From an optimization exercise on the open Yosys and OpenROAD flow, aimed at small area, a short achievable clock period and few clock cycles per item; shortcuts taken in it are not production practice.
RTL that was checked went through simulation tests only; none was proved equivalent to the original.
For runs 1 and 2, only the layout was checked, not whether the RTL still works.

==> flow/design.v <==
module crc_unit (
    input  wire        clk,
    input  wire        rst,           
    input  wire        bus_valid,
    input  wire        bus_we,
    input  wire [7:2]  bus_addr,
    input  wire [31:0] bus_wdata,
    input  wire [7:0]  bus_master,
    output wire        bus_ready,
    output wire [31:0] bus_rdata,
    output wire        mem_req,
    output wire [31:2] mem_addr,
    input  wire        mem_gnt,
    input  wire        mem_rvalid,
    input  wire [31:0] mem_rdata,
    input  wire        mem_rerr
);
    localparam [5:0] A_CTRL    = 6'h01;   
    localparam [5:0] A_STAT    = 6'h02;   
    localparam [5:0] A_EVT     = 6'h03;   
    localparam [5:0] A_CFG     = 6'h10;   
    localparam [5:0] A_POLY    = 6'h11;   
    localparam [5:0] A_INIT    = 6'h12;   
    localparam [5:0] A_XOROUT  = 6'h13;   
    localparam [5:0] A_CMD     = 6'h14;   
    localparam [5:0] A_SRC     = 6'h15;   
    localparam [5:0] A_LEN     = 6'h16;   
    localparam [5:0] A_DIN     = 6'h17;   
    localparam [5:0] A_DINB    = 6'h18;   
    localparam [5:0] A_RUN     = 6'h19;   
    localparam [5:0] A_RESULT  = 6'h1A;   
    localparam [5:0] A_EXP     = 6'h1B;   
    localparam [5:0] A_CMP     = 6'h1C;   
    localparam [5:0] A_CLAIM   = 6'h1D;   
    localparam [5:0] A_BYTES   = 6'h1E;   
    localparam [7:0] CMD_INIT  = 8'h01;
    localparam [7:0] CMD_START = 8'h02;
    localparam [7:0] CMD_ABORT = 8'h03;
    localparam [7:0] CMD_CHECK = 8'h04;
    reg        en;
    reg [4:0]  cfg_width;      
    reg        cfg_refout;
    reg        cfg_refin;
    reg [2:0]  cfg_preset;
    reg [31:0] poly_r;
    reg [31:0] init_r;
    reg [31:0] xorout_r;
    reg [31:0] src_r;
    reg [23:0] len_r;
    reg [31:0] exp_r;
    reg        cmp_auto;
    reg        claim_held;
    reg [7:0]  claim_master;
    reg [31:0] bytes_r;
    reg        busy;
    reg        st_match;
    reg        st_cmp_valid;
    reg        st_err;
    reg        ev_access_err;
    reg        ev_cmd_refused;
    reg        ev_mismatch;
    reg        ev_dma_err;
    reg        ev_aborted;
    reg        ev_done;
    reg [31:0] c;              
    reg        rv;             
    reg        conv;           
    reg        fm;             
    reg [31:0] mu_r;           
    reg [31:0] p_alr;          
    reg [2:0]  mu_cnt;         
    reg        st_al;          
    reg        st_nt;          
    reg        rdy;
    reg        ph;             
    reg [5:0]  a_q;
    reg        we_q;
    reg        foreign_q;      
    reg        wd0_q;          
    reg [3:0]  cmd_q;          
    reg [31:0] rdata_r;
    reg [31:0] fd;
    reg        rv_q;
    reg        rerr_q;
    reg [3:0]  sn;             
    reg [9:0]  sd;             
    reg        s_last;         
    reg [29:0] req_addr;
    reg        req_r;
    reg [1:0]  pend;           
    reg [1:0]  drop;           
    reg        feeding;        
    reg        f_first;        
    reg [23:0] f_lb;           
    reg        fin_last;       
    reg        fin_pend;       
    reg        cmp_eq_r;       
    reg        fin_err;
    reg [4:0]  p_wm1;
    reg [31:0] p_poly;
    reg [31:0] p_init;
    reg [31:0] p_xorout;
    reg        p_refin;
    reg        p_refout;
    always @* begin
        case (cfg_preset)
            3'd1: begin
                p_wm1 = 5'd31; p_poly = 32'h04C11DB7; p_init = 32'hFFFFFFFF;
                p_xorout = 32'hFFFFFFFF; p_refin = 1'b1; p_refout = 1'b1;
            end
            3'd2: begin
                p_wm1 = 5'd31; p_poly = 32'h1EDC6F41; p_init = 32'hFFFFFFFF;
                p_xorout = 32'hFFFFFFFF; p_refin = 1'b1; p_refout = 1'b1;
            end
            3'd3: begin
                p_wm1 = 5'd15; p_poly = 32'h00001021; p_init = 32'h0000FFFF;
                p_xorout = 32'h00000000; p_refin = 1'b0; p_refout = 1'b0;
            end
            3'd4: begin
                p_wm1 = 5'd7; p_poly = 32'h0000002F; p_init = 32'h000000FF;
                p_xorout = 32'h000000FF; p_refin = 1'b0; p_refout = 1'b0;
            end
            default: begin
                p_wm1 = cfg_width; p_poly = poly_r; p_init = init_r;
                p_xorout = xorout_r; p_refin = cfg_refin; p_refout = cfg_refout;
            end
        endcase
    end
    wire [4:0]  lshift = ~p_wm1;                   
    wire [31:0] wmask  = 32'hFFFFFFFF >> lshift;
    reg  [4:0]  e_wm1;
    reg         e_refin;
    always @(posedge clk) begin
        e_wm1   <= p_wm1;
        e_refin <= p_refin;
    end
    wire [31:0] e_mask = 32'hFFFFFFFF >> ~e_wm1;
    function [31:0] rev32(input [31:0] x);
        integer i;
        begin
            for (i = 0; i < 32; i = i + 1)
                rev32[i] = x[31-i];
        end
    endfunction
    assign bus_ready = rdy;
    assign bus_rdata = rdata_r;
    wire wr      = rdy && we_q;           
    wire in_blk  = (a_q >= A_CFG) && (a_q <= A_BYTES);
    wire locked  = foreign_q && (in_blk || a_q == A_CTRL);
    wire wr_ok   = wr && !locked;
    wire       cmd_wr    = wr_ok && a_q == A_CMD;
    wire       cmd_init  = cmd_wr && en && !busy && cmd_q[0];
    wire       cmd_start = cmd_wr && en && !busy && cmd_q[1];
    wire       cmd_abort = cmd_wr && en &&  busy && cmd_q[2];
    wire       cmd_check = cmd_wr && en && !busy && cmd_q[3];
    wire       cmd_ref   = cmd_wr && !(cmd_init || cmd_start || cmd_abort || cmd_check);
    wire cfg_addr = (a_q == A_CFG) || (a_q == A_POLY) || (a_q == A_INIT) ||
                    (a_q == A_XOROUT) || (a_q == A_SRC) || (a_q == A_LEN) ||
                    (a_q == A_RUN);
    wire din_addr = (a_q == A_DIN) || (a_q == A_DINB);
    wire acc_err = wr && (locked ||
                          (cfg_addr && busy) ||
                          (din_addr && (busy || !en)) ||
                          (a_q == A_CTRL && busy && !wd0_q));
    wire wr_cfg  = wr_ok && !busy;
    wire din_acc = wr_ok && din_addr && en && !busy;
    wire run_wr  = wr_cfg && a_q == A_RUN;
    wire poly_wr = wr_cfg && (a_q == A_CFG || a_q == A_POLY);
    wire cfgw    = wr_cfg && a_q == A_CFG;
    wire go_run  = cmd_start && (len_r != 24'd0);
    wire [31:0] sh_out;
    wire        rev_ok  = !fm && !st_al && !st_nt;
    wire [31:0] c_m     = c & wmask;
    wire [31:0] c_hi    = c & ~wmask;     
    wire [31:0] run_val = rv ? sh_out : c_m;
    wire        sel_rev = rv ^ (p_refout != p_refin);
    wire [31:0] result  = (sel_rev ? sh_out : c_m) ^ (p_xorout & wmask);
    wire        cmp_eq  = (result == (exp_r & wmask));
    always @(posedge clk)
        cmp_eq_r <= cmp_eq;
    reg [31:0] rmux;
    always @* begin
        case (bus_addr)
            A_CTRL:   rmux = {31'h0, en};
            A_STAT:   rmux = {27'h0, st_match, st_cmp_valid, st_err, claim_held, busy};
            A_EVT:    rmux = {ev_access_err, 26'h0, ev_cmd_refused, ev_mismatch,
                              ev_dma_err, ev_aborted, ev_done};
            A_CFG:    rmux = {3'h0, cfg_width, 5'h0, cfg_refout, cfg_refin, 14'h0, cfg_preset};
            A_POLY:   rmux = poly_r;
            A_INIT:   rmux = init_r;
            A_XOROUT: rmux = xorout_r;
            A_SRC:    rmux = src_r;
            A_LEN:    rmux = {8'h0, len_r};
            A_RUN:    rmux = run_val;
            A_RESULT: rmux = result;
            A_EXP:    rmux = exp_r;
            A_CMP:    rmux = {31'h0, cmp_auto};
            A_CLAIM:  rmux = {16'h0, claim_master, 7'h0, claim_held};
            A_BYTES:  rmux = bytes_r;
            default:  rmux = 32'h0;
        endcase
    end
    wire        x_rd    = ph ? !we_q : !bus_we;
    wire [5:0]  x_addr  = ph ? a_q : bus_addr;
    wire        x_cmd   = x_addr == A_CMD;
    wire        x_din   = !x_rd && (x_addr == A_DIN || x_addr == A_DINB);
    wire        x_start = !x_rd && x_cmd && (ph ? cmd_q[1] : bus_wdata[7:0] == CMD_START);
    wire        x_check = !x_rd && x_cmd && (ph ? cmd_q[3] : bus_wdata[7:0] == CMD_CHECK);
    wire        x_cfg   = !x_rd && x_addr == A_CFG;
    wire        x_on    = ph ? !rdy : bus_valid;       
    wire cap = x_on && x_rd;
    wire mu_ok    = (mu_cnt == 3'd0);
    wire resp_act = rv_q && (drop == 2'd0) && feeding;
    wire feed_dma = resp_act && !rerr_q;
    wire dma_err  = resp_act && rerr_q;
    wire feed     = din_acc || feed_dma;
    reg  [31:0] w_o;
    integer     bi;
    always @* begin
        for (bi = 0; bi < 32; bi = bi + 1)
            w_o[bi] = e_refin ? fd[bi] : fd[(bi & ~7) + 7 - (bi & 7)];
    end
    reg [31:0] nt_a;
    integer    ni;
    always @* begin
        nt_a = 32'h8000_0000;
        for (ni = 1; ni < 16; ni = ni + 1)
            nt_a[31-2*ni] = mu_r[32-ni];
    end
    reg [31:0] al_mu;
    integer    ai;
    always @* begin
        for (ai = 0; ai < 32; ai = ai + 1)
            al_mu[ai] = (ai != 0) && (lshift == 32 - ai);
    end
    wire [31:0] c_e = c & e_mask;
    reg  [31:0] d_al;            
    reg  [31:0] c_sh;            
    reg  [31:0] c_tl;            
    always @* begin
        d_al[7:0]   = {8{sd[0]}} & w_o[7:0];
        d_al[15:8]  = ({8{sd[1]}} & w_o[15:8])  | ({8{sd[4]}} & w_o[7:0]);
        d_al[23:16] = ({8{sd[2]}} & w_o[23:16]) | ({8{sd[5]}} & w_o[15:8]) |
                      ({8{sd[7]}} & w_o[7:0]);
        d_al[31:24] = ({8{sd[3]}} & w_o[31:24]) | ({8{sd[6]}} & w_o[23:16]) |
                      ({8{sd[8]}} & w_o[15:8])  | ({8{sd[9]}} & w_o[7:0]);
        c_sh = ({32{sn[3]}} & c_e)         | ({32{sn[2]}} & (c_e << 8)) |
               ({32{sn[1]}} & (c_e << 16)) | ({32{sn[0]}} & (c_e << 24)) |
               ({32{st_nt}} & rev32(nt_a)) | ({32{st_al}} & p_poly);
        c_tl = ({32{sn[2]}} & (c_e >> 24)) | ({32{sn[1]}} & (c_e >> 16)) |
               ({32{sn[0]}} & (c_e >> 8));
    end
    wire [31:0] e_a    = rev32(c_sh ^ d_al);
    wire [31:0] e_mu   = st_nt ? {p_alr[30:0], 1'b0} : (fm ? mu_r : al_mu);
    wire        e_usea = st_nt ? p_alr[31] : (fm ? 1'b1 : (lshift == 5'd0));
    reg [63:0] e_t;
    reg [31:0] e_q;
    reg [63:0] e_u;
    integer    ei;
    always @* begin
        e_t = 64'h0;
        for (ei = 0; ei < 32; ei = ei + 1)
            if (e_mu[ei]) e_t = e_t ^ ({32'h0, e_a} << ei);
        e_q = (e_usea ? e_a : 32'h0) ^ e_t[63:32];
        e_u = 64'h0;
        for (ei = 0; ei < 32; ei = ei + 1)
            if (e_q[ei]) e_u = e_u ^ ({32'h0, p_alr} << ei);
    end
    wire [31:0] c_feed = rev32(e_u[31:0]) ^ c_tl;
    assign sh_out = e_q;
    reg [31:0] mu_nt;
    integer    mi;
    always @* begin
        for (mi = 0; mi < 32; mi = mi + 1)
            mu_nt[mi] = e_q[mi] ^ (((mi & 1) == 0) ? mu_r[16 + mi/2] : 1'b0);
    end
    function [13:0] shape(input [1:0] lo, input [2:0] n);
        reg [2:0] hi;
        reg [1:0] k;
        reg [9:0] d;
        integer   b;
        begin
            hi = {1'b0, lo} + n;           
            k  = 3'd4 - hi;                
            d  = 10'b0;
            for (b = 0; b < 4; b = b + 1) begin
                if (b >= k && (b - k) >= lo) begin
                    case (k)
                        2'd0: d[b] = 1'b1;
                        2'd1: d[4 + b - 1] = 1'b1;
                        2'd2: d[7 + b - 2] = 1'b1;
                        default: d[9] = 1'b1;
                    endcase
                end
            end
            shape = {d, (n == 3'd4), (n == 3'd3), (n == 3'd2), (n == 3'd1)};
        end
    endfunction
    assign mem_req  = req_r;
    assign mem_addr = req_addr;
    wire g       = req_r && mem_gnt;
    wire [2:0] s_cnt = {sn[3], sn[2] | sn[1], sn[2] | sn[0]};            
    wire [1:0] pend_n0 = pend - {1'b0, rv_q};            
    wire [1:0] drop_n  = drop - {1'b0, rv_q && drop != 2'd0};
    wire [1:0] act0    = pend_n0 - drop_n;               
    wire [23:0] f_lb_n = f_lb - (feed_dma ? {21'h0, s_cnt} : 24'h0);
    wire        f_first_n = f_first && !feed_dma;
    wire [4:0]  rem_lo = {1'b0, f_lb_n[3:0]} + (f_first_n ? {3'b0, src_r[1:0]} : 5'd0);
    wire more0 = (f_lb_n[23:4] != 20'd0) || (rem_lo > {1'b0, act0, 2'b00});
    wire more1 = (f_lb_n[23:4] != 20'd0) || (rem_lo > {1'b0, act0 + 2'd1, 2'b00});
    wire keep  = feeding && !dma_err && !cmd_abort && !(feed_dma && s_last);
    wire req0  = keep && mu_ok && more0 && (pend_n0 != 2'd3);
    wire req1  = keep && mu_ok && more1 && (pend_n0 != 2'd2) && (pend_n0 != 2'd3);
    wire        first_last = ({8'h0, len_r} <= (32'd4 - src_r[1:0]));
    wire [2:0]  first_n    = first_last ? len_r[2:0] : (3'd4 - {1'b0, src_r[1:0]});
    wire        next_last  = (f_lb_n <= 24'd4);
    wire [2:0]  next_n     = next_last ? f_lb_n[2:0] : 3'd4;
    wire [2:0] mu_cnt_n = poly_wr ? 3'd7 : (mu_ok ? 3'd0 : mu_cnt - 3'd1);
    wire       busy_mu  = (mu_cnt_n != 3'd0);
    wire       conv_x   = conv && rev_ok;                  
    wire st_now = st_al || st_nt;
    wire rdy_n  = !((x_rd && st_now) ||
                    ((x_din || x_start) && (busy_mu || (conv && !conv_x))) ||
                    ((x_check || x_start) && st_now) ||
                    (x_cfg && busy_mu));
    wire ok_din = !busy && !busy_mu && !(conv && !conv_x);
    wire din_go = ok_din &&
                  ((!ph && bus_valid && bus_we && (bus_addr == A_DIN || bus_addr == A_DINB)) ||
                   (ph && !rdy && we_q && din_addr));
    wire dinb   = ph ? a_q[3] : bus_addr[5];               
    wire keep_n = (feeding && !(feed_dma && s_last) && !dma_err && !cmd_abort) || go_run;
    wire fm_n   = keep_n || din_go;
    reg  [13:0] shp_n;
    always @* begin
        shp_n = {sd, sn};
        if (go_run)
            shp_n = shape(src_r[1:0], first_n);
        else if (feed_dma)
            shp_n = shape(2'd0, next_n);
        if (!keep_n)
            shp_n = {dinb && din_go, 5'b0, {4{din_go && !dinb}},
                     !(dinb && din_go), 2'b0, dinb && din_go};
        if (busy_mu)
            shp_n = 14'b0;
    end
    always @(posedge clk) begin
        if (st_al)
            p_alr <= rev32(e_q);
        if (st_nt)
            mu_r  <= mu_nt;
        req_addr <= go_run ? src_r[31:2] : req_addr + {29'd0, g};
        if (go_run) begin
            f_first <= 1'b1;
            f_lb    <= len_r;
        end else if (feed_dma) begin
            f_first <= 1'b0;
            f_lb    <= f_lb_n;
        end
        if (feed_dma || dma_err)
            fin_err <= dma_err;
        if (go_run)
            s_last <= first_last;
        else if (feed_dma)
            s_last <= next_last;
    end
    reg rst_q;
    always @(posedge clk)
        rst_q <= rst;
    wire [31:0] wdz = bus_wdata & {32{!rst_q}};
    always @(posedge clk) begin
        if (rst_q || (wr_cfg && a_q == A_POLY))   poly_r   <= wdz;
        if (rst_q || (wr_cfg && a_q == A_INIT))   init_r   <= wdz;
        if (rst_q || (wr_cfg && a_q == A_XOROUT)) xorout_r <= wdz;
        if (rst_q || (wr_cfg && a_q == A_SRC))    src_r    <= wdz;
        if (rst_q || (wr_cfg && a_q == A_LEN))    len_r    <= wdz[23:0];
        if (rst_q || (wr_ok && a_q == A_EXP))     exp_r    <= wdz;
    end
    always @(posedge clk) begin
        a_q       <= bus_addr;
        we_q      <= bus_we;
        foreign_q <= claim_held && (bus_master != claim_master);
        wd0_q     <= bus_wdata[0];
        cmd_q     <= {bus_wdata[7:0] == CMD_CHECK, bus_wdata[7:0] == CMD_ABORT,
                      bus_wdata[7:0] == CMD_START, bus_wdata[7:0] == CMD_INIT};
        rerr_q    <= mem_rerr;
        rdata_r   <= rmux;
        fd <= busy ? mem_rdata : bus_wdata;
        if (rst_q) begin
            en             <= 1'b0;
            cfg_width      <= 5'd31;
            cfg_refout     <= 1'b0;
            cfg_refin      <= 1'b0;
            cfg_preset     <= 3'd0;
            cmp_auto       <= 1'b0;
            claim_held     <= 1'b0;
            claim_master   <= 8'h0;
            bytes_r        <= 32'h0;
            busy           <= 1'b0;
            st_match       <= 1'b0;
            st_cmp_valid   <= 1'b0;
            st_err         <= 1'b0;
            ev_access_err  <= 1'b0;
            ev_cmd_refused <= 1'b0;
            ev_mismatch    <= 1'b0;
            ev_dma_err     <= 1'b0;
            ev_aborted     <= 1'b0;
            ev_done        <= 1'b0;
            c              <= 32'h0;
            rv             <= 1'b1;       
            conv           <= 1'b0;
            fm             <= 1'b0;
            mu_cnt         <= 3'd7;       
            st_al          <= 1'b1;
            st_nt          <= 1'b0;
            sn             <= 4'b0;
            sd             <= 10'b0;
            rdy            <= 1'b0;
            ph             <= 1'b0;
            rv_q           <= 1'b0;
            req_r          <= 1'b0;
            pend           <= 2'd0;
            drop           <= 2'd0;
            feeding        <= 1'b0;
            fin_pend       <= 1'b0;
            fin_last       <= 1'b0;
        end else begin
            rv_q <= mem_rvalid;
            if (!ph) begin
                if (bus_valid) begin
                    ph  <= 1'b1;
                    rdy <= rdy_n;
                end
            end else if (rdy) begin
                ph  <= 1'b0;
                rdy <= 1'b0;
            end else
                rdy <= rdy_n;
            if (wr && a_q == A_EVT) begin
                if (bus_wdata[31]) ev_access_err  <= 1'b0;
                if (bus_wdata[4])  ev_cmd_refused <= 1'b0;
                if (bus_wdata[3])  ev_mismatch    <= 1'b0;
                if (bus_wdata[2])  ev_dma_err     <= 1'b0;
                if (bus_wdata[1])  ev_aborted     <= 1'b0;
                if (bus_wdata[0])  ev_done        <= 1'b0;
            end
            if (acc_err) ev_access_err  <= 1'b1;
            if (cmd_ref) ev_cmd_refused <= 1'b1;
            if (wr_ok && a_q == A_CTRL && !(busy && !wd0_q))
                en <= wd0_q;
            if (cfgw) begin
                cfg_width  <= bus_wdata[28:24];
                cfg_refout <= bus_wdata[18];
                cfg_refin  <= bus_wdata[17];
                cfg_preset <= bus_wdata[2:0];
            end
            if (wr_ok && a_q == A_CMP)     cmp_auto <= wd0_q;
            if (wr_ok && a_q == A_CLAIM) begin
                if (wd0_q && !claim_held) begin
                    claim_held   <= 1'b1;
                    claim_master <= bus_master;
                end else if (!wd0_q && claim_held) begin
                    claim_held   <= 1'b0;
                    claim_master <= 8'h0;
                end
            end
            mu_cnt <= mu_cnt_n;
            st_al  <= (mu_cnt_n == 3'd7);
            st_nt  <= busy_mu && (mu_cnt_n != 3'd7);
            sn     <= shp_n[3:0];
            sd     <= shp_n[13:4];
            fm     <= fm_n && !busy_mu;
            if (conv_x)
                conv <= 1'b0;
            if (run_wr) begin
                c    <= bus_wdata & wmask;
                rv   <= 1'b0;
                conv <= 1'b1;
            end else if (cmd_init) begin
                c    <= p_init & wmask;
                rv   <= p_refin;
                conv <= 1'b1;
            end else if (cfgw) begin
                if (rv) c <= sh_out | c_hi;
                rv   <= 1'b0;
                conv <= 1'b1;
            end else if (conv_x) begin
                if (rv == p_refin) begin
                    c  <= sh_out | c_hi;
                    rv <= !p_refin;
                end
            end else if (feed) begin
                c  <= c_feed;
            end
            if (feed)
                bytes_r <= bytes_r + {29'h0, s_cnt};
            if (cmd_init) begin
                bytes_r      <= 32'h0;
                st_cmp_valid <= 1'b0;
                st_err       <= 1'b0;
            end
            if (cmd_check) begin
                st_cmp_valid <= 1'b1;
                st_match     <= cmp_eq_r;
                if (!cmp_eq_r) ev_mismatch <= 1'b1;
            end
            pend <= pend_n0 + {1'b0, g};
            if (cmd_abort || dma_err)
                drop <= pend_n0 + {1'b0, g};
            else
                drop <= drop_n;
            req_r <= g ? req1 : req0;
            if (fin_last) begin
                fin_last <= 1'b0;
                fin_pend <= 1'b1;
            end
            if ((feed_dma && s_last) || dma_err) begin
                feeding  <= 1'b0;
                fin_last <= 1'b1;
            end
            if (cmd_start) begin
                if (len_r == 24'd0) begin
                    ev_done <= 1'b1;
                    if (cmp_auto) begin
                        st_cmp_valid <= 1'b1;
                        st_match     <= cmp_eq_r;
                        if (!cmp_eq_r) ev_mismatch <= 1'b1;
                    end
                end else begin
                    busy     <= 1'b1;
                    feeding  <= 1'b1;
                    req_r    <= mu_ok && (pend_n0 != 2'd3);
                end
            end else if (cmd_abort) begin
                busy       <= 1'b0;
                ev_aborted <= 1'b1;
                feeding    <= 1'b0;
                fin_pend   <= 1'b0;
                fin_last   <= 1'b0;
                req_r      <= 1'b0;
            end else if (fin_pend && !cap) begin
                busy     <= 1'b0;
                fin_pend <= 1'b0;
                if (fin_err) begin
                    st_err     <= 1'b1;
                    ev_dma_err <= 1'b1;
                end else begin
                    ev_done <= 1'b1;
                    if (cmp_auto) begin
                        st_cmp_valid <= 1'b1;
                        st_match     <= cmp_eq_r;
                        if (!cmp_eq_r) ev_mismatch <= 1'b1;
                    end
                end
            end
        end
        if (rst) begin
            rdy   <= 1'b0;
            ph    <= 1'b0;
            req_r <= 1'b0;
        end
    end
endmodule
==> flow/flow/run.sh <==
#!/bin/bash
# Layout flow: the standard flow (standard synthesis, floorplan, power
# grid, placement, CTS, routing) with one change: its timing repairs (after
# floorplan, after CTS and after global routing) aim for SETUP_SLACK_MARGIN
# ns of setup slack instead of 0, so that the layout reaches a shorter
# period than the clock's. The clock, its period and the I/O constraints
# are the standard flow's, unchanged.
set -euo pipefail
MARGIN=$(cat flow/margin.txt)
bash standard.sh SETUP_SLACK_MARGIN="$MARGIN" finish > standard_flow.log 2>&1
==> flow/flow/margin.txt <==
23.0
==> flow/standard.sh <==
#!/bin/bash
# synth_recipe.tcl (not shown) runs the flow's synth.tcl, then flattens the netlist and writes it again
# the make line also repeats each setting of config.mk as NAME=value (left out here)
make -C /OpenROAD-flow-scripts/flow DESIGN_CONFIG=/design/flow/config.mk WORK_HOME=/design/flow/orfs CLKGATE_MAP_FILE= SYNTH_SCRIPT=/design/flow/synth_recipe.tcl "${@:-finish}"
==> flow/config.mk <==
export PLATFORM = sky130hd
export DESIGN_NAME = crc_unit
export DESIGN_NICKNAME = crc_unit
export VERILOG_FILES = /design/flow/design.v
export SDC_FILE = /design/flow/constraint.sdc
export NUM_CORES = 4
export LEC_CHECK = 0
export CAP_MARGIN = 20
export CORE_MARGIN = 2
export CORE_UTILIZATION = 40
export SLEW_MARGIN = 20
==> flow/constraint.sdc <==
create_clock -name core_clock -period 30.0 [get_ports {clk}]
set_input_delay 6.0000 -clock core_clock [delete_from_list [all_inputs] [get_ports {clk}]]
set_output_delay 6.0000 -clock core_clock [all_outputs]
set_load 0.01 [all_outputs]
==> metrics.md, run 1 <==
| Metric | Value |
|---|---|
| Hold Path Class | `flip-flop to flip-flop` |
| Vias | `44.6k` |
| CP Class | `input port to flip-flop` |
| Crit end category | `flip-flop` |
| RSZ-0062 raised after global routing | `yes` |
| Startpoint types | `input port` |
| Most frequent cells in the layout | `nand2_1, xnor2_1, nor2_1, edfxtp_1, xor2_1` |
| Core footprint | `0.111 sq mm` |
| CTS buffer count | `57` |
| First-pass GRT wire length | `299000 um` |
| Layout Skew | `0.0490 ns` |
| Mapped cell area | `0.0446 sq mm` |
| Vias in the first global route | `40.7k` |
| Fmax | `132 MHz` |
| Synth cell types | `115` |
| Fill cells | `10.7k` |
| Estimated wirelength of the detail-placed design | `148000 um` |
| Skew-Pair Late Insertion Delay | `0.70 ns` |
| Syn avg cell area | `8.09 sq um` |
| Layout net count | `5691` |
| Die area | `0.114 sq mm` |
| # rows | `122` |
| Max Fanout on Critical Path | `3` |
| Relative slew slack | `0.229` |
| R2R Path End | `c[6]` |
| Final Hold Fails | `0` |
| Gate Count Post-Synth | `5512` |
| DRC viols | `0` |
| Net count after synthesis | `5636` |
| Area Growth Syn to Fin | `16.2%` |
| TNS Setup | `0 ns` |
| Max-slew violations | `0` |
| Post-synth ARST share | `0` |
| Via density per instance | `6.27` |
| CP arrival | `8.16 ns` |
| Initial Util | `0.403` |
| Final setup violating endpoints | `0` |
| R2r setup slk | `22.92 ns` |
| Wire length per cell | `29.8 um` |
| CP startpoint | `bus_wdata[3]` |
| Cells on Worst Hold Path | `1` |
| Reg2reg path depth | `17` |
| Die Ht | `338 um` |
| Layout cells sized above 1 | `0.141` |
| Drt first pass iters | `9` |
| Worst-margin pin slew | `1.15 ns` |
| Crit path capture | `rdy` |
| DRT iter0 DRCs | `7458` |
| H-tree depth | `2` |
| Largest net degree at the start of global routing | `98` |
| Clk slew on worst S/H paths | `0.06 ns` |
| Fin crit share | `0.253` |
| Status | `no timing/DRC/antenna violations` |
| Port bufs | `148` |
| Clock root buffer | `clkbuf_16` |
| Worst r2r src | `cfg_preset[2]` |
| Total track usage | `0.360` |
| Placed cells | `6881` |
| Total gr overflow | `0` |
| Maxcap violations | `0` |
| CTS tree | `yes` |
| Final hold slack | `0.445 ns` |
| DRT Wirelength | `212000 um` |
| Initial antenna violation count | `23` |
| Cts hold-fix bufs | `0` |
| Non-Filler Instances | `7113` |
| Warnings, synthesis | `1` |
| Most common cell after layout, fill and taps aside | `nand2_1` |
| Critical Path RT | `30.58 ns` |
| Period minus WS final | `7.59 ns` |
| Routed Antenna Nets | `0` |
| Post-synthesis sequential area ratio | `0.294` |
| #FFs+latches synth | `518` |
| Gpl congestion | `1.04` |
| Width of the die | `338 um` |
| Clock Path Buffers | `3` |
| Number of synthesized flops with an enable pin | `273` |
| Io pins | `149` |
| Clk sink count | `518` |
| Primary FF master, synth | `edfxtp_1` |
[synth_stat cells (all sizes together) (29+ instances only)]
cell type  number  share of area
xor2          262          0.052
a221oi         34         0.0070
mux2i          39         0.0088
mux2           71          0.018
and3           31         0.0044
nand2b         42         0.0060
inv            49         0.0041
xnor2         741           0.15
o21ai         273          0.031
nand4          33         0.0046
a31oi          37         0.0052
clkbuf        231          0.019
a211oi         40         0.0068
dfxtp         245           0.11
a222oi         29         0.0065
o211ai         39         0.0069
ha             36          0.010
buf           181          0.021
and2           49         0.0069
a22oi         102          0.017
xnor3          91          0.046
a21oi         245          0.028
edfxtp        273           0.18
nor2          566          0.048
nor2b          72          0.010
nand2        1116          0.094
nor3           76         0.0089
nand3          86         0.0097
[timing repair]
action / CTS / global route
endpoints found under the setup margin: 144 / 145
gates cloned: 6 / 5
buffers inserted: 63 / 41
resized for setup: 593 / 74
pin swaps: 45 / 46
hold endpoints to repair: 0 / 0
[through the flow]
stage	utilization	area, sq um	setup WS (ns)
final	0.468	51800	22.41
after global routing	0.468	51800	22.25
after CTS	0.461	51000	22.47
after detailed placement	0.432	47800	20.90
after global placement	0.432	47800	20.93
after floorplan	-	45100	22.07
[layout make-up]
| cell class | count | area (sq um) | area share |
|---|---|---|---|
| antenna | 9 | 22.5 | 0.000435 |
| clock buffer | 71 | 1490 | 0.0287 |
| clock inverter | 37 | 467 | 0.00901 |
| inverter | 50 | 191 | 0.00369 |
| multi-input combinational | 4534 | 30500 | 0.590 |
| sequential | 518 | 13300 | 0.257 |
| tap | 1488 | 1860 | 0.0359 |
| timing repair buffer | 406 | 3930 | 0.0758 |
[how the worst min path moves through the flow]
stage | from | to
after floorplan | fin_last | fin_pend
after global placement | fin_last | fin_pend
after detailed placement | fin_last | fin_pend
after CTS | fin_last | fin_pend
after global routing | fin_last | fin_pend
final | fin_last | fin_pend
[worst max-delay path: stages]
cell and delay (ns):
buf_8 0.10, or4_4 0.54, nor3_4 0.15, and3b_1 0.21, mux2i_1 0.10, o221ai_1 0.19, nand3_1 0.12, a21oi_2 0.19
a21oi_1 0.08, o22ai_1 0.20, o22ai_1 0.11, and3_1 0.17
[kinds of logic (layout without fill, tap and decap cells)]
logic type                 count (synthesis)  in the layout  share of synthesized area
buffers and inverters                    462            564                     0.0445
and+or+nand+nor                         2202           2203                      0.214
AOI/OAI and AO/OA                       1081           1082                      0.163
DFF                                      518            518                      0.294
muxes                                    110            110                     0.0268
adders and majority gates                 42             42                     0.0122
xor gates and xnor gates                1097           1097                      0.246
other                                      0              9                          0
[routing by layer]
layer | vias to the layer above | wire, um | GRT usage
li1 | 19100 | - | -
met5 | - | 88 | 0
met2 | 3339 | 88100 | 0.526
met1 | 21400 | 80500 | 0.469
met4 | 12 | 17000 | 0.235
met3 | 745 | 26500 | 0.0924
[sequential cells by signal, indices dropped and copies added (netlist names), 4 cells and up]
name          flops
src_r            32
init_r           32
poly_r           32
fd               32
cfg_width         5
p_alr            32
exp_r            32
e_wm1             5
c                32
bytes_r          32
rdata_r          32
len_r            24
f_lb             24
a_q               6
claim_master      8
xorout_r         32
sd               10
mu_r             31
cmd_q             4
sn                4
req_addr         30
==> run 2, diff against run 1 <==
--- a/flow/config.mk
+++ b/flow/config.mk
@@ -8,4 +8,5 @@
 export CAP_MARGIN = 20
 export CORE_MARGIN = 2
 export CORE_UTILIZATION = 40
+export PLACE_DENSITY = 0.75
 export SLEW_MARGIN = 20
==> run 2 against run 1 <==
Compared with the run above: still clean; highest routed layer unchanged; hold slack got worse by 0.013 ns; largest cell class unchanged; global-route usage shrank 0.052 points; setup slack worse by 0.015 ns.
==> metrics.md, run 2 <==
| Metric | Value |
|---|---|
| Initial Util | `0.403` |
| Max Fanout on Critical Path | `4` |
| Area share of the largest cell type after synthesis | `0.184` |
| Most common cell after layout, fill and taps aside | `nand2_1` |
| Cts hold-fix bufs | `0` |
| Largest net degree at the start of global routing | `95` |
| Clk slew on worst S/H paths | `0.06 ns` |
| Core footprint | `0.111 sq mm` |
| TNS Setup | `0 ns` |
| Drt first pass iters | `9` |
| Startpoint types | `input port` |
| Io pins | `149` |
| CP Class | `input port to flip-flop` |
| Initial antenna violation count | `22` |
| Die Ht | `338 um` |
| Gpl congestion | `1.03` |
| Post-synth top area cell | `edfxtp_1` |
| Status | `no timing/DRC/antenna violations` |
| Maxcap violations | `0` |
| Worst path depth | `12` |
| #FFs+latches synth | `518` |
| Estimated wirelength of the detail-placed design | `148000 um` |
| Area Growth Syn to Fin | `17.3%` |
| Leading cell types by count after synthesis | `nand2_1, xnor2_1, nor2_1` |
| Net count after synthesis | `5636` |
| # rows | `122` |
| Synth cell types | `115` |
| Cell Chain, Critical Path | `buf_6, or4_4, nor3_4, and3b_2, mux2i_4, o221ai_2, nand3_1, a21oi_2, a21oi_1, o22ai_1, o22ai_1, and3_1` |
| CP arrival | `8.16 ns` |
| Via density per instance | `6.36` |
| Mapped cell area | `0.0446 sq mm` |
| First-pass GRT wire length | `299000 um` |
| Total gr overflow | `0` |
| Skew-Pair Late Insertion Delay | `0.67 ns` |
| Count leader, synth | `nand2_1` |
| Post-synthesis sequential area ratio | `0.294` |
| RSZ-0062 raised after global routing | `yes` |
| Primary FF master, synth | `edfxtp_1` |
| Width of the die | `338 um` |
| Worst Path Buf+Inv | `1` |
| Cells on Worst Hold Path | `1` |
| Layout net count | `5723` |
| Max-slew violations | `0` |
| Number of synthesized flops with an enable pin | `273` |
| Crit end category | `flip-flop` |
| Gate Count Post-Synth | `5512` |
| Layout cells sized above 1 | `0.148` |
| DRT Wirelength | `213000 um` |
| Worst-margin pin slew | `1.33 ns` |
| Critical Path RT | `30.56 ns` |
| Relative slew slack | `0.108` |
| Port bufs | `148` |
| Clock Path Buffers | `3` |
| Syn avg cell area | `8.09 sq um` |
| Vias in the first global route | `41.1k` |
| CTS buffer count | `58` |
| Period minus WS final | `7.60 ns` |
| Synth area leaders | `edfxtp_1, xnor2_1, dfxtp_1, nand2_1, xor2_1` |
| Warnings, synthesis | `1` |
| Die area | `0.114 sq mm` |
| CTS tree | `yes` |
| Clock root buffer | `clkbuf_16` |
| DRT iter0 DRCs | `7819` |
| Clk sink count | `518` |
| Vias | `45.4k` |
| H-tree depth | `2` |
| Reg2reg path depth | `19` |
| Final Hold Fails | `0` |
| Fmax | `132 MHz` |
| DRC viols | `0` |
| Routed Antenna Nets | `0` |
| Slowest Stage Delay on Critical Path | `0.55 ns` |
| Most frequent cells in the layout | `nand2_1, xnor2_1, nor2_1, edfxtp_1, xor2_1` |
| Post-synth ARST share | `0` |
| Hold Path Class | `flip-flop to flip-flop` |
| Fin crit share | `0.253` |
| Crit path max-delay cell type | `or4_4` |
| Wire length per cell | `29.8 um` |
| Final setup violating endpoints | `0` |
| CP top delay family | `simple AND/OR/NAND/NOR gates` |
| Layout Skew | `0.0261 ns` |
| Cell mode on critical path | `o22ai_1` |
| Total track usage | `0.359` |
[run 2: through the flow]
stage	instance area, sq um	setup WS [ns]	util	cells	hold slack, ns
global route	52300	22.26	0.472	7136	0.452
CTS	51400	22.44	0.465	7082	0.434
floorplan	45100	22.07	-	5512	0.405
global placement	47800	21.00	0.432	6886	0.415
finish	52300	22.40	0.472	7143	0.432
detailed placement	47800	20.94	0.432	6886	0.419
[run 2: worst paths after layout]
check,startpoint,endpoint,slack [ns]
worst max register to register,cfg_preset[2],c[7],22.82
worst min-delay path,fin_last,fin_pend,0.43
worst max-delay path,bus_wdata[5],rdy,22.40
worst min register to register,fin_last,fin_pend,0.43
[run 2: final cells by class]
type | instances | area [sq um]
timing repair buffer | 435 | 4240
clock inverter | 34 | 493
multi-input combinational | 4536 | 30600
fill | 10400 | 58400
inverter | 50 | 191
sequential | 518 | 13300
tap | 1488 | 1860
clock buffer | 75 | 1600
antenna | 7 | 17.5
[run 2: cell families after synthesis]
group / share of synthesized area
adders and majority gates: 0.0122
DFF: 0.294
AOI/OAI and AO/OA: 0.163
xor gates and xnor gates: 0.246
muxes: 0.0268
buffers and inverters: 0.0445
and+or+nand+nor: 0.214
[run 2: layer usage]
layer  GRT usage  vias up  routed length [um]
met2       0.515     3829               86000
met5           0        -                 175
li1            -    19200                   -
met3       0.116      878               31800
met1       0.470    21500               78400
met4       0.213       26               16400
[run 2: repair_timing]
action / 4_1_cts / 5_1_grt
resized for setup: 581 / 94
pin swaps: 40 / 60
endpoints found under the setup margin: 147 / 173
buffers inserted: 77 / 51
cloned: 10 / 3
==> run 3, diff against run 2 <==
--- a/flow/design.v
+++ b/flow/design.v
@@ -319,10 +319,14 @@
     wire       busy_mu  = (mu_cnt_n != 3'd0);
     wire       conv_x   = conv && rev_ok;                  
     wire st_now = st_al || st_nt;
-    wire rdy_n  = !((x_rd && st_now) ||
-                    ((x_din || x_start) && (busy_mu || (conv && !conv_x))) ||
+    wire s_ds   = busy_mu || (conv && !conv_x);
+    wire rdy_w  = !(((x_din || x_start) && s_ds) ||
                     ((x_check || x_start) && st_now) ||
                     (x_cfg && busy_mu));
+    wire i_maybe = (bus_addr[3:2] == 2'b00 && (!bus_addr[4] || bus_wdata[1] || bus_wdata[2])) ||
+                   bus_addr[4:2] == 3'b111;
+    wire rdy_a   = bus_we ? !(i_maybe && (s_ds || st_now || busy_mu)) : !st_now;
+    wire rdy_n  = ph ? (x_rd ? !st_now : rdy_w) : rdy_a;
     wire ok_din = !busy && !busy_mu && !(conv && !conv_x);
     wire din_go = ok_din &&
                   ((!ph && bus_valid && bus_we && (bus_addr == A_DIN || bus_addr == A_DINB)) ||
==> flow/config.mk (replaced) <==
export PLATFORM = sky130hd
export DESIGN_NAME = crc_unit
export DESIGN_NICKNAME = crc_unit
export VERILOG_FILES = /design/flow/design.v
export SDC_FILE = /design/flow/constraint.sdc
export NUM_CORES = 4
export LEC_CHECK = 0
export CAP_MARGIN = 5
export CORE_MARGIN = 2
export CORE_UTILIZATION = 40
export SLEW_MARGIN = 5
==> run 3 against run 2 <==
Compared with the run above: still clean on timing, DRC and antenna; design area is 0.56% lower; critical path depth is 2 higher; setup slack better by 0.28 ns; synthesized area is 0.37% lower; hold slack better by 0.049 ns; maximum frequency is 3.8% higher; non-clock buffer count is 11 lower; synthesized cell count is 0.42% lower; cell count is 0.57% lower; critical endpoint is now req_addr[26].
==> metrics.md, run 3 <==
| Metric | Value |
|---|---|
| Crit path max-delay cell type | `and3_4` |
| Hold Path Class | `flip-flop to flip-flop` |
| Multi-input gate area | `0.0305 sq mm` |
| Status | `no timing/DRC/antenna violations` |
| WL met3 | `25700 um` |
| Slowest Stage Delay on Critical Path | `0.23 ns` |
| Hold_sp | `fin_last` |
| First-pass GRT wire length | `301000 um` |
| Clock Path Buffers | `3` |
| Final setup violating endpoints | `0` |
| Gate Count Post-Synth | `5489` |
| Cell Chain, Critical Path | `buf_8, nand2_8, inv_8, ha_4, ha_4, and3_4, and3_4, and4_4, and3_4, nand3_4, nor2_4, nand2_2, xor2_1, o21ai_1` |
| Post-synth ARST share | `0` |
| Cts hold-fix bufs | `0` |
| Layout cells sized above 1 | `0.147` |
| Max-slew violations | `0` |
| Leading cell types by count after synthesis | `nand2_1, xnor2_1, nor2_1` |
| Routed wl met2 | `91100 um` |
| Relative slew slack | `0.185` |
| #FFs+latches synth | `518` |
| Worst-margin pin slew | `1.21 ns` |
| Most common cell after layout, fill and taps aside | `nand2_1` |
| Syn avg cell area | `8.09 sq um` |
| Port bufs | `148` |
| Skew-Pair Late Insertion Delay | `0.69 ns` |
| Initial Util | `0.402` |
| # rows | `122` |
| Die area | `0.114 sq mm` |
| DRC viols | `0` |
| Initial antenna violation count | `15` |
| Routed Antenna Nets | `0` |
| Gpl congestion | `1.02` |
| Crit end category | `flip-flop` |
| Most frequent cells in the layout | `nand2_1, xnor2_1, nor2_1, a21oi_1, edfxtp_1` |
| Fin crit share | `0.244` |
| RSZ-0062 raised after global routing | `yes` |
| M1 WL | `82000 um` |
| Core footprint | `0.110 sq mm` |
| Final hold slack | `0.481 ns` |
| Estimated wirelength of the detail-placed design | `150000 um` |
| CP top delay family | `simple AND/OR/NAND/NOR gates` |
| Fmax | `137 MHz` |
| H-tree depth | `2` |
| DP Area | `0.0478 sq mm` |
| Io pins | `149` |
| Worst Path Buf+Inv | `2` |
| Largest net degree at the start of global routing | `89` |
| Die Ht | `337 um` |
| Total track usage | `0.365` |
| Area Growth Syn to Fin | `17.1%` |
| Number of synthesized flops with an enable pin | `273` |
| Width of the die | `337 um` |
| Area share of the largest cell type after synthesis | `0.185` |
| CTS buffer count | `59` |
| DRT iter0 DRCs | `6753` |
| Mapped cell area | `0.0444 sq mm` |
| Vias in the first global route | `40.7k` |
| Fill cells | `10.7k` |
| Layout Skew | `0.0281 ns` |
| Maxcap violations | `0` |
| Period minus WS final | `7.32 ns` |
| Worst r2r src | `cfg_preset[1]` |
| Clk sink count | `518` |
| CP startpoint | `mem_gnt` |
| Vias | `44.1k` |
| Total gr overflow | `0` |
| Warnings, synthesis | `1` |
| Register area | `0.0133 sq mm` |
| Synth area leaders | `edfxtp_1, xnor2_1, dfxtp_1, nand2_1, xor2_1` |
| Critical Path RT | `30.53 ns` |
| Max Fanout on Critical Path | `3` |
| Drt first pass iters | `9` |
| Final Hold Fails | `0` |
| Wire length per cell | `30.1 um` |
| Layout net count | `5682` |
| Clk slew on worst S/H paths | `0.07 ns` |
| Count leader, synth | `nand2_1` |
| Post-synth top area cell | `edfxtp_1` |
| TNS Setup | `0 ns` |
| Net count after synthesis | `5613` |
| Synth cell types | `104` |
| DRT Wirelength | `214000 um` |
| Clock root buffer | `clkbuf_16` |
| Cell mode on critical path | `and3_4` |
| Via density per instance | `6.21` |
| Startpoint types | `input port` |
| Top Layer Used | `met5` |
| CP Class | `input port to flip-flop` |
| Primary FF master, synth | `edfxtp_1` |
| CP arrival | `7.85 ns` |
| CTS tree | `yes` |
| Post-synthesis sequential area ratio | `0.295` |
| Finished Cell Area | `0.0520 sq mm` |
-- run 3: per-stage QoR --
step            util  setup slack [ns]  instances
2_1_floorplan      -             22.17       5489
3_3_place_gp   0.433             21.18       6867
3_5_place_dp   0.433             21.14       6867
4_1_cts        0.464             22.75       7055
5_1_grt        0.471             22.60       7097
6_report       0.471             22.68       7102
-- run 3: per-layer routing --
metal,global-route usage,vias to the layer above
li1,-,19100
met4,0.219,8
met3,0.0962,653
met5,0,-
met2,0.545,3030
met1,0.472,21400
-- run 3: repair_timing --
action,in CTS,in global routing
pin swaps,50,59
cloned,5,2
setup buffers,71,40
gates resized for setup,570,87
endpoints found under the setup margin,148,135
endpoints found under the hold margin,0,0
-- run 3: worst reg2reg max path, delay by kind of cell, from the launching register on --
family                 cells  cell delay, ns
buffers and inverters      6            1.98
XOR/XNOR                   8            2.63
flip-flops                 1            0.46
AO/OA/AOI/OAI              4            1.18
AND/OR/NAND/NOR            4            0.64
-- run 3: cell type report --
cell class	count	share of cell area
Antenna cell	5	0.000241
Clock buffer	67	0.0296
Clock inverter	45	0.0108
Inverter	59	0.00440
Multi-Input combinational cell	4496	0.586
Sequential cell	518	0.255
Tap cell	1488	0.0358
Timing Repair Buffer	424	0.0781
-- run 3: worst paths after layout --
path | end | slack (ns) | depth (start not counted)
worst max-delay path | req_addr[26] | 22.68 | 14
worst min-delay path | fin_pend | 0.48 | 2
worst max register to register | c[9] | 23.06 | 22
worst min register to register | fin_pend | 0.48 | 2
-- run 3: logic make-up (layout without fill, tap and decap cells) --
family | Yosys count | in the layout | share of synthesized area
AO/OA/AOI/OAI | 1104 | 1104 | 0.166
XOR/XNOR | 1102 | 1102 | 0.249
adder cells (fa/ha/maj) | 52 | 52 | 0.0145
buffers and inverters | 477 | 595 | 0.0448
flip-flops | 518 | 518 | 0.295
multiplexers | 105 | 105 | 0.0259
other | 0 | 5 | 0
AND/OR/NAND/NOR | 2131 | 2133 | 0.205
Testbench counts of run 3, summed over its fixed seeds: cycles 44,428, bytes 151,119.
==> run 4, diff against run 3 <==
--- a/flow/config.mk
+++ b/flow/config.mk
@@ -5,7 +5,7 @@
 export SDC_FILE = /design/flow/constraint.sdc
 export NUM_CORES = 4
 export LEC_CHECK = 0
-export CAP_MARGIN = 5
+export CAP_MARGIN = 20
 export CORE_MARGIN = 2
 export CORE_UTILIZATION = 40
-export SLEW_MARGIN = 5
+export SLEW_MARGIN = 20
==> run 4 against run 3 <==
Compared with the run above: largest cell class unchanged; routed wire length up 0.14%; setup slack worse by 0.0024 ns; still clean on timing, DRC and antenna; via count grew 0.15%; hold slack better by 0.0017 ns; register-to-register slack barely moved; critical endpoint unchanged; clock-buffer cell count is the same; cell count unchanged; non-clock buffer count did not move; utilization is essentially flat; clock skew is 0.0013 ns higher.
==> metrics.md, run 4 <==
| Metric | Value |
|---|---|
| # rows | `122` |
| Routed Antenna Nets | `0` |
| Crit end category | `flip-flop` |
| Period minus WS final | `7.33 ns` |
| Slowest Stage Delay on Critical Path | `0.23 ns` |
| CP arrival | `7.85 ns` |
| DP Area | `0.0478 sq mm` |
| RSZ-0062 raised after global routing | `yes` |
| Gate Count Post-Synth | `5489` |
| Clock root buffer | `clkbuf_16` |
| CP Class | `input port to flip-flop` |
| CP top delay family | `simple AND/OR/NAND/NOR gates` |
| Syn avg cell area | `8.09 sq um` |
| Final setup violating endpoints | `0` |
| Area Growth Syn to Fin | `17.1%` |
| #FFs+latches synth | `518` |
| Leading cell types by count after synthesis | `nand2_1, xnor2_1, nor2_1` |
| Multi-input gate area | `0.0305 sq mm` |
| Register area | `0.0133 sq mm` |
| Max Fanout on Critical Path | `3` |
| Warnings, synthesis | `1` |
| Post-layout utilization of the core | `0.471` |
| Most frequent cells in the layout | `nand2_1, xnor2_1, nor2_1, a21oi_1, edfxtp_1` |
| Mapped cell area | `0.0444 sq mm` |
| Setup slack after layout | `22.67 ns` |
| Die area | `0.114 sq mm` |
| Most common cell after layout, fill and taps aside | `nand2_1` |
| Width of the die | `337 um` |
| Net count after synthesis | `5613` |
| CTS buffer count | `59` |
| Total track usage | `0.365` |
| Worst-margin pin slew | `1.18 ns` |
| First-pass GRT wire length | `301000 um` |
| Port bufs | `148` |
| Fill cells | `10.7k` |
| Io pins | `149` |
| Startpoint types | `input port` |
| Count leader, synth | `nand2_1` |
| TNS Setup | `0 ns` |
| Worst Path Buf+Inv | `2` |
| Cell Chain, Critical Path | `buf_8, nand2_8, inv_8, ha_4, ha_4, and3_4, and3_4, and4_4, and3_4, nand3_4, nor2_4, nand2_2, xor2_1, o21ai_1` |
| Post-synth ARST share | `0` |
| Relative slew slack | `0.207` |
| Initial Util | `0.402` |
| Number of synthesized flops with an enable pin | `273` |
| Via density per instance | `6.22` |
| Fmax | `136 MHz` |
| Finished Cell Area | `0.0520 sq mm` |
| Layout cells sized above 1 | `0.147` |
| Die Ht | `337 um` |
| Layout Skew | `0.0294 ns` |
| H-tree depth | `2` |
| Post-synth top area cell | `edfxtp_1` |
| Final Hold Fails | `0` |
| Post-synthesis sequential area ratio | `0.295` |
| Core footprint | `0.110 sq mm` |
| Largest net degree at the start of global routing | `89` |
| Pre-CTS setup slack | `21.14 ns` |
| Total gr overflow | `0` |
| Maxcap violations | `0` |
| Estimated wirelength of the detail-placed design | `150000 um` |
| Clock Path Buffers | `3` |
| Fin crit share | `0.244` |
| Drt first pass iters | `8` |
| Cell mode on critical path | `and3_4` |
| Skew-Pair Late Insertion Delay | `0.69 ns` |
| Status | `no timing/DRC/antenna violations` |
| Gpl congestion | `1.02` |
| Cts hold-fix bufs | `0` |
| DRC viols | `0` |
| DRT Wirelength | `214000 um` |
| CTS tree | `yes` |
| Clk slew on worst S/H paths | `0.07 ns` |
| Clk sink count | `518` |
| Synth area leaders | `edfxtp_1, xnor2_1, dfxtp_1, nand2_1, xor2_1` |
| DRT iter0 DRCs | `6683` |
| Primary FF master, synth | `edfxtp_1` |
| Initial antenna violation count | `15` |
| Critical Path RT | `30.53 ns` |
| Area share of the largest cell type after synthesis | `0.185` |
| Vias in the first global route | `40.7k` |
| Vias | `44.2k` |
| Crit path max-delay cell type | `and3_4` |
| Synth cell types | `104` |
| Max-slew violations | `0` |
| Wire length per cell | `30.2 um` |
| Layout net count | `5682` |
| Hold Path Class | `flip-flop to flip-flop` |
run 4: cell counts after synthesis:
No cell type changed its count.
run 4: tightest hold or removal path, delay by kind of cell (launching register included):
| family | cells | cell delay, ns |
|---|---|---|
| simple gates | 2 | 0.13 |
| flops | 1 | 0.31 |
run 4: final timing paths:
| kind | from | end | slack, ns | cells after the start |
|---|---|---|---|---|
| worst max-delay path | mem_gnt | req_addr[26] | 22.67 | 14 |
| worst min-delay path | f_first | f_first | 0.48 | 2 |
| worst max register to register | cfg_preset[1] | c[9] | 23.05 | 22 |
| worst min register to register | f_first | f_first | 0.48 | 2 |
run 4: kinds of logic after synthesis:
group                    count (synthesis)  synth area share
flip-flops                             518             0.295
multiplexers                           105            0.0259
XOR/XNOR                              1102             0.249
AND/OR/NAND/NOR                       2131             0.205
adder cells (fa/ha/maj)                 52            0.0145
buffers and inverters                  477            0.0448
AO/OA/AOI/OAI                         1104             0.166
run 4: per-layer routing:
metal | part of all wire | GRT usage
met2 | 0.43 | 0.545
met5 | 0.00034 | 0
met1 | 0.38 | 0.472
met3 | 0.12 | 0.0962
met4 | 0.070 | 0.219
run 4: final cells by class:
class | count | area share
multi-input combinational | 4496 | 0.586
sequential | 518 | 0.255
timing repair buffer | 424 | 0.0781
tap | 1488 | 0.0358
clock buffer | 67 | 0.0296
clock inverter | 45 | 0.0108
inverter | 59 | 0.00440
antenna | 5 | 0.000241
run 4: per-stage QoR:
stage | cells | hold slack, ns
2_1_floorplan | 5489 | 0.432
3_3_place_gp | 6867 | 0.458
3_5_place_dp | 6867 | 0.464
4_1_cts | 7055 | 0.480
5_1_grt | 7097 | 0.504
6_report | 7102 | 0.483
run 4: repair_timing:
item,4_1_cts,5_1_grt
buffers inserted,71,40
setup endpoints to repair,148,135
cloned,5,2
gates resized for setup,570,87
pin swaps,50,59
hold endpoints to repair,0,0
==> run 5, diff against run 4 <==
--- a/flow/design.v
+++ b/flow/design.v
@@ -299,6 +299,8 @@
     assign mem_req  = req_r;
     assign mem_addr = req_addr;
     wire g       = req_r && mem_gnt;
+    wire [29:0] req_car;
+    crc_unit_carry u_car (.a(req_addr), .t(req_car));
     wire [2:0] s_cnt = {sn[3], sn[2] | sn[1], sn[2] | sn[0]};            
     wire [1:0] pend_n0 = pend - {1'b0, rv_q};            
     wire [1:0] drop_n  = drop - {1'b0, rv_q && drop != 2'd0};
@@ -352,7 +354,7 @@
             p_alr <= rev32(e_q);
         if (st_nt)
             mu_r  <= mu_nt;
-        req_addr <= go_run ? src_r[31:2] : req_addr + {29'd0, g};
+        req_addr <= go_run ? src_r[31:2] : req_addr ^ (req_car & {30{g}});
         if (go_run) begin
             f_first <= 1'b1;
             f_lb    <= len_r;
@@ -564,3 +566,14 @@
         end
     end
 endmodule
+module crc_unit_carry (
+    input  wire [29:0] a,
+    output reg  [29:0] t
+);
+    integer k;
+    always @* begin
+        t[0] = 1'b1;
+        for (k = 1; k < 30; k = k + 1)
+            t[k] = t[k-1] & a[k-1];
+    end
+endmodule
==> flow/flow/margin.txt (replaced) <==
23.3
--- a/flow/config.mk
+++ b/flow/config.mk
@@ -9,3 +9,4 @@
 export CORE_MARGIN = 2
 export CORE_UTILIZATION = 40
 export SLEW_MARGIN = 20
+export SYNTH_HIERARCHICAL = 1
==> run 5 against run 4 <==
Compared with the run above: still clean on timing, DRC and antenna; clock-buffer cell count increased by 6; sequential share of layout area decreased by 0.19 points; cell count increased by 0.42%; clock skew increased by 0.014 ns; sequential cell count unchanged; first-iteration DRC count increased by 7.3%; die area increased by 0.45%.
==> metrics.md, run 5 <==
| Metric | Value |
|---|---|
| Met3 GRT Util | `0.0860` |
| CP top delay family | `flip-flops` |
| Most common cell after layout, fill and taps aside | `nand2_1` |
| CP arrival | `1.23 ns` |
| Worst r2r src | `cfg_width[2]` |
| Met2 Use GR | `0.543` |
| Crit end category | `output pin` |
| #FFs+latches synth | `518` |
| Hold Path Class | `flip-flop to flip-flop` |
| DRT Wirelength | `217000 um` |
| Status | `no timing/DRC/antenna violations` |
| Clk sink count | `518` |
| Reg2reg path depth | `16` |
| Slowest Stage Delay on Critical Path | `0.42 ns` |
| Area share of the largest cell type after synthesis | `0.184` |
| Width of the die | `338 um` |
| Area Growth Syn to Fin | `17.7%` |
| Synth cell types | `106` |
| CTS buffer count | `59` |
| Most frequent cells in the layout | `nand2_1, xnor2_1, nor2_1, a21oi_1, xor2_1` |
| Layout Skew | `0.0432 ns` |
| Clock Path Buffers | `3` |
| Core footprint | `0.111 sq mm` |
| First-pass GRT wire length | `304000 um` |
| Via density per instance | `6.25` |
| Number of synthesized flops with an enable pin | `273` |
| Total track usage | `0.367` |
| Hold_sp | `fin_last` |
| R2R Path End | `c[1]` |
| Die Ht | `338 um` |
| Wire length per cell | `30.4 um` |
| Total gr overflow | `0` |
| Cells on Worst Hold Path | `1` |
| CTS tree | `yes` |
| Final setup violating endpoints | `0` |
| Syn avg cell area | `8.10 sq um` |
| Layout net count | `5708` |
| Layout cells sized above 1 | `0.158` |
| Fin crit share | `0.241` |
| DRC viols | `0` |
| Busiest layer in global routing | `met2` |
| DRT iter0 DRCs | `7169` |
| # rows | `122` |
| TNS Setup | `0 ns` |
| Relative slew slack | `0.226` |
| Critical Path RT | `24.00 ns` |
| Maxcap violations | `0` |
| Initial Util | `0.403` |
| Largest net degree at the start of global routing | `70` |
| Max Fanout on Critical Path | `1` |
| Io pins | `149` |
| Final Hold Fails | `0` |
| Mapped cell area | `0.0446 sq mm` |
| Initial antenna violation count | `18` |
| Vias in the first global route | `41.0k` |
| Leading cell types by count after synthesis | `nand2_1, xnor2_1, nor2_1` |
| Count leader, synth | `nand2_1` |
| Clock root buffer | `clkbuf_16` |
| Hold Path End | `fin_pend` |
| Primary FF master, synth | `edfxtp_1` |
| Estimated wirelength of the detail-placed design | `147000 um` |
| Period minus WS final | `7.23 ns` |
| Clk slew on worst S/H paths | `0.07 ns` |
| Synth area leaders | `edfxtp_1, xnor2_1, dfxtp_1, nand2_1, xor2_1` |
| Met1 usage | `0.482` |
| Gpl congestion | `1.01` |
| Vias | `44.6k` |
| R2r setup slk | `23.30 ns` |
| Cts hold-fix bufs | `0` |
| Max-slew violations | `0` |
| Warnings, synthesis | `8` |
| Net count after synthesis | `5633` |
| Worst-margin pin slew | `1.15 ns` |
| Skew-Pair Late Insertion Delay | `0.69 ns` |
| Drt first pass iters | `9` |
| Gate Count Post-Synth | `5511` |
| H-tree depth | `2` |
| Worst Path Buf+Inv | `1` |
| Routed Antenna Nets | `0` |
| Post-synth top area cell | `edfxtp_1` |
| Fmax | `138 MHz` |
| RSZ-0062 raised after global routing | `yes` |
| Startpoint types | `flip-flop` |
| Die area | `0.114 sq mm` |
| Crit path max-delay cell type | `dfxtp_4` |
| Port bufs | `148` |
| Post-synth ARST share | `0` |
| CP Class | `flip-flop to output pin` |
| Cell Chain, Critical Path | `buf_6` |
| Post-synthesis sequential area ratio | `0.294` |
run 5: cell types whose count changed after synthesis, moves of 10 or more:
cell,previous run,this run
nor3_1,59,133
nor2_1,572,685
a222oi_1,18,34
buf_6,3,16
xor2_1,249,304
a31oi_1,26,37
mux2_2,75,64
a21oi_1,310,337
nand2_1,1096,927
a21o_1,9,24
nand3_1,74,88
o21ai_0,221,165
a211oi_1,48,32
a22o_1,46,36
run 5: worst reg2reg max path, stage by stage (launching register included):
cell and delay, ns:
dfxtp_1 0.94, a21boi_0 0.26, a211oi_1 0.80, nor4b_2 0.45, or2_2 0.36, o21ai_0 0.17, xnor2_1 0.19, xnor3_1 0.44
xor2_1 0.19, xnor3_1 0.61, buf_4 0.51, nand2_1 0.16, xnor2_1 0.22, xnor3_1 0.33, xnor3_1 0.60, o21ai_1 0.24
o21ai_0 0.10
run 5: final cells by class:
type,count,area [sq um]
fillers,10600,58100
multi-input cells,4496,30600
flip-flops and latches,518,13300
repair buffers,450,4450
well taps,1488,1860
clock buffers,73,1590
clock inverters,38,489
inverters,61,238
diodes,8,20.0
run 5: kinds of logic (layout without fill, tap and decap cells):
family          after synthesis  after routing  share of synthesized area
mux                          82             82                     0.0205
buf+inv                     506            622                     0.0502
flops                       518            518                      0.294
simple gates               2160           2168                      0.210
fa+ha+maj                    41             41                     0.0118
xor+xnor                   1161           1161                      0.259
other cells                   1              9                  0.0000840
compound gates             1042           1043                      0.154
run 5: per-module statistics from Yosys (local to each module, per instance):
| module | cells inside | copies in the design | flip-flops and latches | cell area [sq um] |
|---|---|---|---|---|
| crc_unit_carry | 59 | 1 | 0 | 364 |
| crc_unit | 5452 | 1 | 518 | 44300 |
run 5: metal layers:
metal	wire, um	part of all wire
met3	26900	0.12
met5	77	0.00036
met2	90800	0.42
met4	16500	0.076
met1	82300	0.38
run 5: per-stage QoR:
stage	setup slack (ns)	utilization	instance area, sq um	cells	hold slack (ns)
floorplan	22.47	-	45300	5511	0.405
global placement	21.39	0.433	47900	6867	0.436
detailed placement	21.32	0.433	47900	6867	0.427
CTS	22.75	0.468	51800	7085	0.451
global route	22.74	0.474	52500	7126	0.474
finish	22.77	0.475	52500	7132	0.455
run 5: worst max-delay path by stage:
stage                                to          from  cells after the start
after floorplan                   sn[3]   bus_addr[2]                     11
after global placement      rdata_r[23]   bus_addr[6]                      9
after detailed placement    rdata_r[23]   bus_addr[6]                      9
after CTS                 bus_rdata[23]   rdata_r[23]                      1
after global routing                rdy  bus_wdata[7]                     13
final                     bus_rdata[23]   rdata_r[23]                      1
run 5: repair_timing:
action | CTS | global route
endpoints found under the setup margin | 339 | 187
endpoints found under the hold margin | 0 | 0
pin swaps | 85 | 48
buffers inserted | 93 | 35
gates cloned | 14 | 4
gates resized for setup | 659 | 73
Testbench counts of run 5, summed over its fixed seeds: cycles 44,428, bytes 151,119.
==> run 6, diff against run 5 <==
==> flow/flow/margin.txt (replaced) <==
23.0
==> run 6 against run 5 <==
Compared with the run above: global-route usage decreased by 0.063 points; clock-buffer cell count decreased by 4; maximum frequency decreased by 0.23%; via count decreased by 1.1%; non-clock buffer count decreased by 42; routed wire length decreased by 0.52%; critical path depth unchanged; synthesized cell count unchanged; critical endpoint unchanged.
==> metrics.md, run 6 <==
| Metric | Value |
|---|---|
| Status | `no timing/DRC/antenna violations` |
| #FFs+latches synth | `518` |
| Count leader, synth | `nand2_1` |
| Worst-margin pin slew | `1.11 ns` |
| Crit path max-delay cell type | `dfxtp_4` |
| Area share of the largest cell type after synthesis | `0.184` |
| Skew-Pair Late Insertion Delay | `0.70 ns` |
| Max-slew violations | `0` |
| DRT Wirelength | `215000 um` |
| Warnings, synthesis | `8` |
| Synth cell types | `106` |
| Fill cells | `10.7k` |
| Primary FF master, synth | `edfxtp_1` |
| Die area | `0.114 sq mm` |
| Area Growth Syn to Fin | `15.5%` |
| Post-layout utilization of the core | `0.466` |
| Leading cell types by count after synthesis | `nand2_1, xnor2_1, nor2_1` |
| Max Fanout on Critical Path | `1` |
| Die Ht | `338 um` |
| Vias in the first global route | `40.7k` |
| Relative slew slack | `0.252` |
| Clock Path Buffers | `3` |
| RSZ-0062 raised after global routing | `yes` |
| Wire length per cell | `30.4 um` |
| Total gr overflow | `0` |
| Worst Path Buf+Inv | `1` |
| Fmax | `138 MHz` |
| Number of synthesized flops with an enable pin | `273` |
| Most common cell after layout, fill and taps aside | `nand2_1` |
| DRC viols | `0` |
| CTS tree | `yes` |
| Initial Util | `0.403` |
| Total track usage | `0.366` |
| Multi-input gate area | `0.0303 sq mm` |
| Io pins | `149` |
| Gpl congestion | `1.02` |
| Layout net count | `5662` |
| DRT iter0 DRCs | `6973` |
| Clock root buffer | `clkbuf_16` |
| Width of the die | `338 um` |
| Layout cells sized above 1 | `0.140` |
| Crit end category | `output pin` |
| Startpoint types | `flip-flop` |
| Layout Skew | `0.0609 ns` |
| Cts hold-fix bufs | `0` |
| Gate Count Post-Synth | `5511` |
| Largest net degree at the start of global routing | `83` |
| Clk slew on worst S/H paths | `0.06 ns` |
| Synth area leaders | `edfxtp_1, xnor2_1, dfxtp_1, nand2_1, xor2_1` |
| Slowest Stage Delay on Critical Path | `0.42 ns` |
| CP arrival | `1.25 ns` |
| Final setup violating endpoints | `0` |
| Hold Path Class | `flip-flop to flip-flop` |
| Critical Path RT | `24.00 ns` |
| # rows | `122` |
| CTS buffer count | `58` |
| Post-synth ARST share | `0` |
| CP Class | `flip-flop to output pin` |
| Final Hold Fails | `0` |
| Routed Antenna Nets | `0` |
| Cell Chain, Critical Path | `buf_6` |
| Vias | `44.1k` |
| Drt first pass iters | `9` |
| Clk sink count | `518` |
| TNS Setup | `0 ns` |
| Maxcap violations | `0` |
| Post-synth top area cell | `edfxtp_1` |
| First-pass GRT wire length | `304000 um` |
| H-tree depth | `2` |
## run 6: cell counts after synthesis
No cell type changed its count.
## run 6: cell type report
type / count / area share
inverter: 61 / 0.00454
clock inverter: 41 / 0.00823
timing repair buffer: 408 / 0.0757
sequential: 518 / 0.258
tap: 1488 / 0.0361
clock buffer: 69 / 0.0299
multi-input combinational: 4493 / 0.587
antenna: 9 / 0.000437
## run 6: kinds of logic after synthesis
group / after synthesis / synth area share
XOR/XNOR: 1161 / 0.259
other: 1 / 0.0000840
multiplexers: 82 / 0.0205
AO/OA/AOI/OAI: 1042 / 0.154
flip-flops: 518 / 0.294
adder cells (fa/ha/maj): 41 / 0.0118
AND/OR/NAND/NOR: 2160 / 0.210
buffers and inverters: 506 / 0.0502
## run 6: per-module statistics from Yosys (local to each module, per instance)
module | times used | cell area (sq um) | flops+latches
crc_unit | 1 | 44300 | 518
crc_unit_carry | 1 | 364 | 0
## run 6: final timing paths
check / end / slack, ns / startpoint / cells after the start
max reg2reg: c[12] / 22.96 / cfg_preset[1] / 20
min reg2reg: fin_pend / 0.44 / fin_last / 1
min: fin_pend / 0.44 / fin_last / 1
max: bus_rdata[23] / 22.75 / rdata_r[23] / 1
## run 6: per-stage QoR
stage          hold WS (ns)  setup WS, ns  std cells  cell area [sq um]
3_3_place_gp          0.433         21.30       6867              47800
3_5_place_dp          0.420         21.27       6867              47800
5_1_grt               0.458         22.68       7078              51500
6_report              0.438         22.75       7087              51500
2_1_floorplan         0.405         22.47       5511              45100
4_1_cts               0.432         22.73       7046              50900
## run 6: what timing repair did
item | 4_1_cts | 5_1_grt
endpoints found under the setup margin | 130 | 123
pin swaps | 37 | 42
cloned | 8 | 1
gates resized for setup | 562 | 81
buffers inserted | 61 | 30
hold endpoints to repair | 0 | 0
## run 6: layer usage
metal | global-route usage | wire (um) | vias to the layer above
met3 | 0.0837 | 26000 | 694
met2 | 0.543 | 90600 | 3236
met5 | 0 | 102 | -
met4 | 0.230 | 16000 | 16
met1 | 0.481 | 82600 | 21200
li1 | - | - | 19000

-- re-timing with driven ports --
How much do the figures lean on ideal ports? The routed layouts below were timed once more, with nothing changed but the port constraints.
Step 1, drivers: a clkbuf_16 drives clk and a buf_2 each remaining input, both assumed.
Step 2 moves the port delays by t, midway between the first and last clock arrival at a register: inputs arrive t later, outputs are due t later. That takes back most of the time a late clock gives input paths.
Slacks: no drivers / after step 1 / after step 2; pairs: no drivers / after step 1.
| run | t (ns) | slack for setup (ns) | hold slack, ns | worst register clock-pin slew, ns | worst data-port slew with drivers (ns) |
|---|---|---|---|---|---|
| run 1 | 0.748 | 22.415 / 22.443 / 21.694 | 0.445 / 0.445 / 0.445 | 0.07 / 0.07 | 0.06 |
| run 2 | 0.728 | 22.400 / 22.432 / 21.704 | 0.432 / 0.432 / 0.432 | 0.07 / 0.07 | 0.07 |
| run 3 | 0.748 | 22.676 / 22.687 / 21.939 | 0.481 / 0.481 / 0.481 | 0.07 / 0.07 | 0.06 |
| run 4 | 0.749 | 22.674 / 22.685 / 21.936 | 0.483 / 0.483 / 0.483 | 0.08 / 0.08 | 0.06 |
| run 5 | 0.740 | 22.772 / 22.698 / 22.140 | 0.455 / 0.455 / 0.455 | 0.07 / 0.07 | 0.07 |
| run 6 | 0.736 | 22.755 / 22.690 / 22.101 | 0.438 / 0.438 / 0.438 | 0.07 / 0.07 | 0.06 |
After both steps setup and hold are still met in every run listed. The setup slack of run 4, which loses most, moves by +0.011 ns with the drivers and by -0.738 ns with both steps.
